This design comes from an exercise in tuning for small area, a short achievable clock period and few clock cycles per item on the open sky130 flow, not from production work.
Only simulation tests tie the RTL to the original design; equivalence was not proved.

old:
Design lg_enc, start of the top module:
module lg_enc (
    input  wire        clk,
    input  wire        rst,           
    input  wire        cmd_valid,
    output wire        cmd_ready,
    input  wire [2:0]  cmd_ec,        
    input  wire        cmd_lossless,  
    input  wire        cmd_trg,
    input  wire        cmd_ev,
    input  wire [4:0]  cmd_pos,
    input  wire        cmd_load,      
    input  wire [11:0] cmd_pred1,
    input  wire [11:0] cmd_pred2,
    input  wire        smp_valid,
    output wire        smp_ready,
    input  wire [11:0] smp_data,
    output reg         out_valid,
    input  wire        out_ready,
    output reg  [31:0] out_data,
    output reg  [5:0]  out_len,
    output reg         out_last
);
Settings: LEC_CHECK=0, CAP_MARGIN=20, CORE_MARGIN=2, CORE_UTILIZATION=60, SLEW_MARGIN=20; clock period 35.0 ns.
standard.sh (not shown) runs the stock make flow with config.mk's settings and CLKGATE_MAP_FILE= SYNTH_SCRIPT=/design/flow/synth_recipe.tcl, a recipe that flattens the netlist after the stock synthesis.
==> flow/flow/run.sh <==
#!/bin/bash
# The standard layout, with two changes to how it is made:
#  - the port buffers are sky130_fd_sc_hd__buf_4 instead of the default pick
#    (a delay buffer);
#  - clock tree synthesis runs without dummy loads, with sink clusters of
#    up to 24 flip-flops.
# make's full output goes to flow_make.log; ORFS keeps each step's log under
# orfs/logs.
set -euo pipefail
export BUFFER_PORTS_ARGS="-buffer_cell sky130_fd_sc_hd__buf_4"
export CTS_ARGS="-sink_clustering_enable -repair_clock_nets -dont_use_dummy_load -sink_clustering_size 24 -sink_clustering_max_diameter 120"
bash standard.sh > flow_make.log 2>&1
old finished all stages; the layout is clean.
Testbench counts of old, summed over its fixed seeds: cycles 11,146, blocks 320.
The inputs of new differ from those of old as listed below.
-- flow/design.v --
<<< old, line 109
    reg         a_valid;    
    reg  [4:0]  rd_f;       
    wire adv4  = !a_valid || (j_w < rd_f);
    wire wr    = s4_v && adv4;
    wire go3   = !s4_v || adv4;
    wire adv3  = s3_v && go3;
>>> new, line 109
    reg         a_valid;    
    reg  [4:0]  rd_f;       
    reg  [12:0] sr [0:31];
    reg  [12:0] hreg;
    reg         h_v;
    reg         hj;
    wire head_code = a_valid && !hj && !(h_v && rd_f == 5'd31);
    wire adv4  = (hj || !head_code || !h_v) && !(j_w == 5'd31 && a_valid);
    wire wr    = s4_v && adv4;
    wire dr    = !s4_v && (j_w == 5'd0) && a_valid && (hj || (head_code && !h_v));
    wire sh    = wr || dr;
    wire go3   = !s4_v || adv4;
    wire adv3  = s3_v && go3;
<<< old, line 117
    wire go1   = !s2_v || go2;
    wire prep1 = s1_v && s1_ph[1];
    wire skip0 = pop && f0_first && (c_a == 3'd0);
    wire skip  = (pop && f0_first && !c_load && (c_a == el)) || skip0;
    wire take  = prep1 || skip;
    wire prep2 = s1_v && s1_ph[0];
>>> new, line 124
    wire go1   = !s2_v || go2;
    wire prep1 = s1_v && s1_ph[1];
    wire skip  = pop && f0_first && !c_load && (c_a == el);
    wire take  = prep1 || skip;
    wire prep2 = s1_v && s1_ph[0];
<<< old, line 133
    reg  [4:0]  rho1;
    reg  [4:0]  rhop;
    reg  [11:0] pp_r;       
    wire [11:0] x1e = c_load ? c_p1 : x1;
    wire [11:0] x2e = c_load ? c_p2 : x2;
>>> new, line 139
    reg  [4:0]  rho1;
    reg  [4:0]  rhop;
    wire [11:0] x1e = c_load ? c_p1 : x1;
    wire [11:0] x2e = c_load ? c_p2 : x2;
<<< old, line 140
    wire        p_neg = pp[13];
    wire        p_big = !pp[13] && pp[12];
    wire [11:0] mod_in = prep1 ? x1e : (prep2 ? pp_r : f0_x);
    wire [2:0]  mod_a  = prep1 ? c_a : (prep2 ? el : f0_a);
    wire [4:0]  mod_o  = mod12(mod_in, mod_a);
>>> new, line 145
    wire        p_neg = pp[13];
    wire        p_big = !pp[13] && pp[12];
    wire [11:0] mod_in = prep1 ? x1e : (prep2 ? pp[11:0] : f0_x);
    wire [2:0]  mod_a  = prep1 ? c_a : (prep2 ? el : f0_a);
    wire [4:0]  mod_o  = mod12(mod_in, mod_a);
<<< old, line 234
    reg         cur_last;
    reg  [3:0]  cur_k;
    wire [12:0] uf      = mem[rd_f];
    wire [24:0] rot     = {12'd0, uf} << (4'd12 - k_u);
    wire [12:0] ones_f  = rot[24:12];
>>> new, line 239
    reg         cur_last;
    reg  [3:0]  cur_k;
    wire [12:0] uf      = h_v ? hreg : sr[31];
    wire [24:0] rot     = {12'd0, uf} << (4'd12 - k_u);
    wire [12:0] ones_f  = rot[24:12];
<<< old, line 250
    wire send_hdr = go && !cur_v && hdr_pend && a_valid;
    wire consume  = go && cur_v && cur_fits;
    wire f_go     = a_valid && (cur_v ? (cur_fits && !hdr_pend) : 1'b1);
    wire f_st     = a_valid && !cur_v && !hdr_pend;
    wire fetch    = go ? f_go : f_st;
    wire signed [33:0] yv = {2'b10, cur_dat[12:1], 20'd0};
>>> new, line 255
    wire send_hdr = go && !cur_v && hdr_pend && a_valid;
    wire consume  = go && cur_v && cur_fits;
    wire f_go     = (h_v || head_code) && (cur_v ? (cur_fits && !hdr_pend) : 1'b1);
    wire f_st     = (h_v || head_code) && !cur_v && !hdr_pend;
    wire fetch    = go ? f_go : f_st;
    wire signed [33:0] yv = {2'b10, cur_dat[12:1], 20'd0};
<<< old, line 274
    end
    always @(posedge clk) begin
        if (wr)
            mem[j_w] <= s4_u;
        if (wr)
            for (i = 0; i < 13; i = i + 1)
>>> new, line 279
    end
    always @(posedge clk) begin
        if (sh) begin
            sr[0] <= s4_u;
            for (i = 1; i < 32; i = i + 1)
                sr[i] <= sr[i-1];
        end
        if (!h_v && head_code && sh && !fetch)
            hreg <= sr[31];
        if (wr)
            for (i = 0; i < 13; i = i + 1)
<<< old, line 309
        if (take)
            h_l <= c_hdr;
        if (prep1)
            pp_r <= {x1e[10:0], 1'b0} - x2e;
        if (j_in == 5'd31)
            h_o <= h_l;
>>> new, line 319
        if (take)
            h_l <= c_hdr;
        if (j_in == 5'd31)
            h_o <= h_l;
<<< old, line 369
            a_valid   <= 1'b0;
            rd_f      <= 5'd0;
            k_valid   <= 1'b0;
            hdr_pend  <= 1'b0;
>>> new, line 377
            a_valid   <= 1'b0;
            rd_f      <= 5'd0;
            h_v       <= 1'b0;
            hj        <= 1'b0;
            k_valid   <= 1'b0;
            hdr_pend  <= 1'b0;
<<< old, line 411
                rhop <= rhop_n;
            end
            if (skip0) begin
                el    <= 3'd0;
                e_l   <= 4'd0;
                rho1  <= 5'd0;
                rhop  <= 5'd0;
                if (c_load) begin
                    x1 <= c_p1;
                    x2 <= c_p2;
                end
            end
            if (adv1)
                s2_v <= 1'b1;
>>> new, line 421
                rhop <= rhop_n;
            end
            if (adv1)
                s2_v <= 1'b1;
<<< old, line 446
            if (send_hdr)
                hdr_pend <= 1'b0;
            if (fetch) begin
                rd_f <= rd_f + 5'd1;
>>> new, line 446
            if (send_hdr)
                hdr_pend <= 1'b0;
            if (h_v) begin
                if (fetch)
                    h_v <= 1'b0;
            end else if (head_code && sh && !fetch) begin
                h_v <= 1'b1;
            end
            if (sh)
                hj <= 1'b0;
            else if (!h_v && head_code && fetch)
                hj <= 1'b1;
            if (wr && j_w == 5'd31)
                hj <= 1'b0;
            if (fetch) begin
                rd_f <= rd_f + 5'd1;
Findings:
Summary — die outline width, new relative to old: lower, by 4.4%. Compared with old, new shows a global-route usage over all layers that is 3.2 points lower. Looking at largest fanout of any net on the critical path, new sits 7 above old. Diff old -> new: number of nets produced by synthesis decreased by 467 relative to the old numbers; wire length of the first global-routing pass now smaller. Compared with old, in new layout overhead on the synthesized area has decreased; synthesized cell count has decreased; final critical delay including setup and external delays has increased. Relative to old, routed wire length has gone down in new.
Testbench counts of new, summed over its fixed seeds: cycles 11,232, blocks 320.

## port drivers added, routing unchanged
No port has a modelled driver above. Below, the same layouts with a new extraction and two added sets of constraints. Step 1 sets driving cells, clkbuf_16 on the clock port and buf_2 on the other inputs (assumed; they add their load-dependent delay and slew). Step 2 also shifts input and output timing later by t, the mid clock arrival at the registers, as if the neighbouring blocks saw the same clock. a / b / c = ideal ports / drivers / drivers and shift; a / b = the first two.
run	t, ns	slack for setup (ns)	clock arrival spread, ns
old	0.670	26.809 / 26.742 / 26.534	0.075 / 0.075
new	0.649	26.667 / 26.667 / 26.617	0.070 / 0.071
After both steps setup and hold are still met in every run listed. The setup slack of old, which loses most, moves by -0.067 ns with the drivers and by -0.275 ns with both steps.
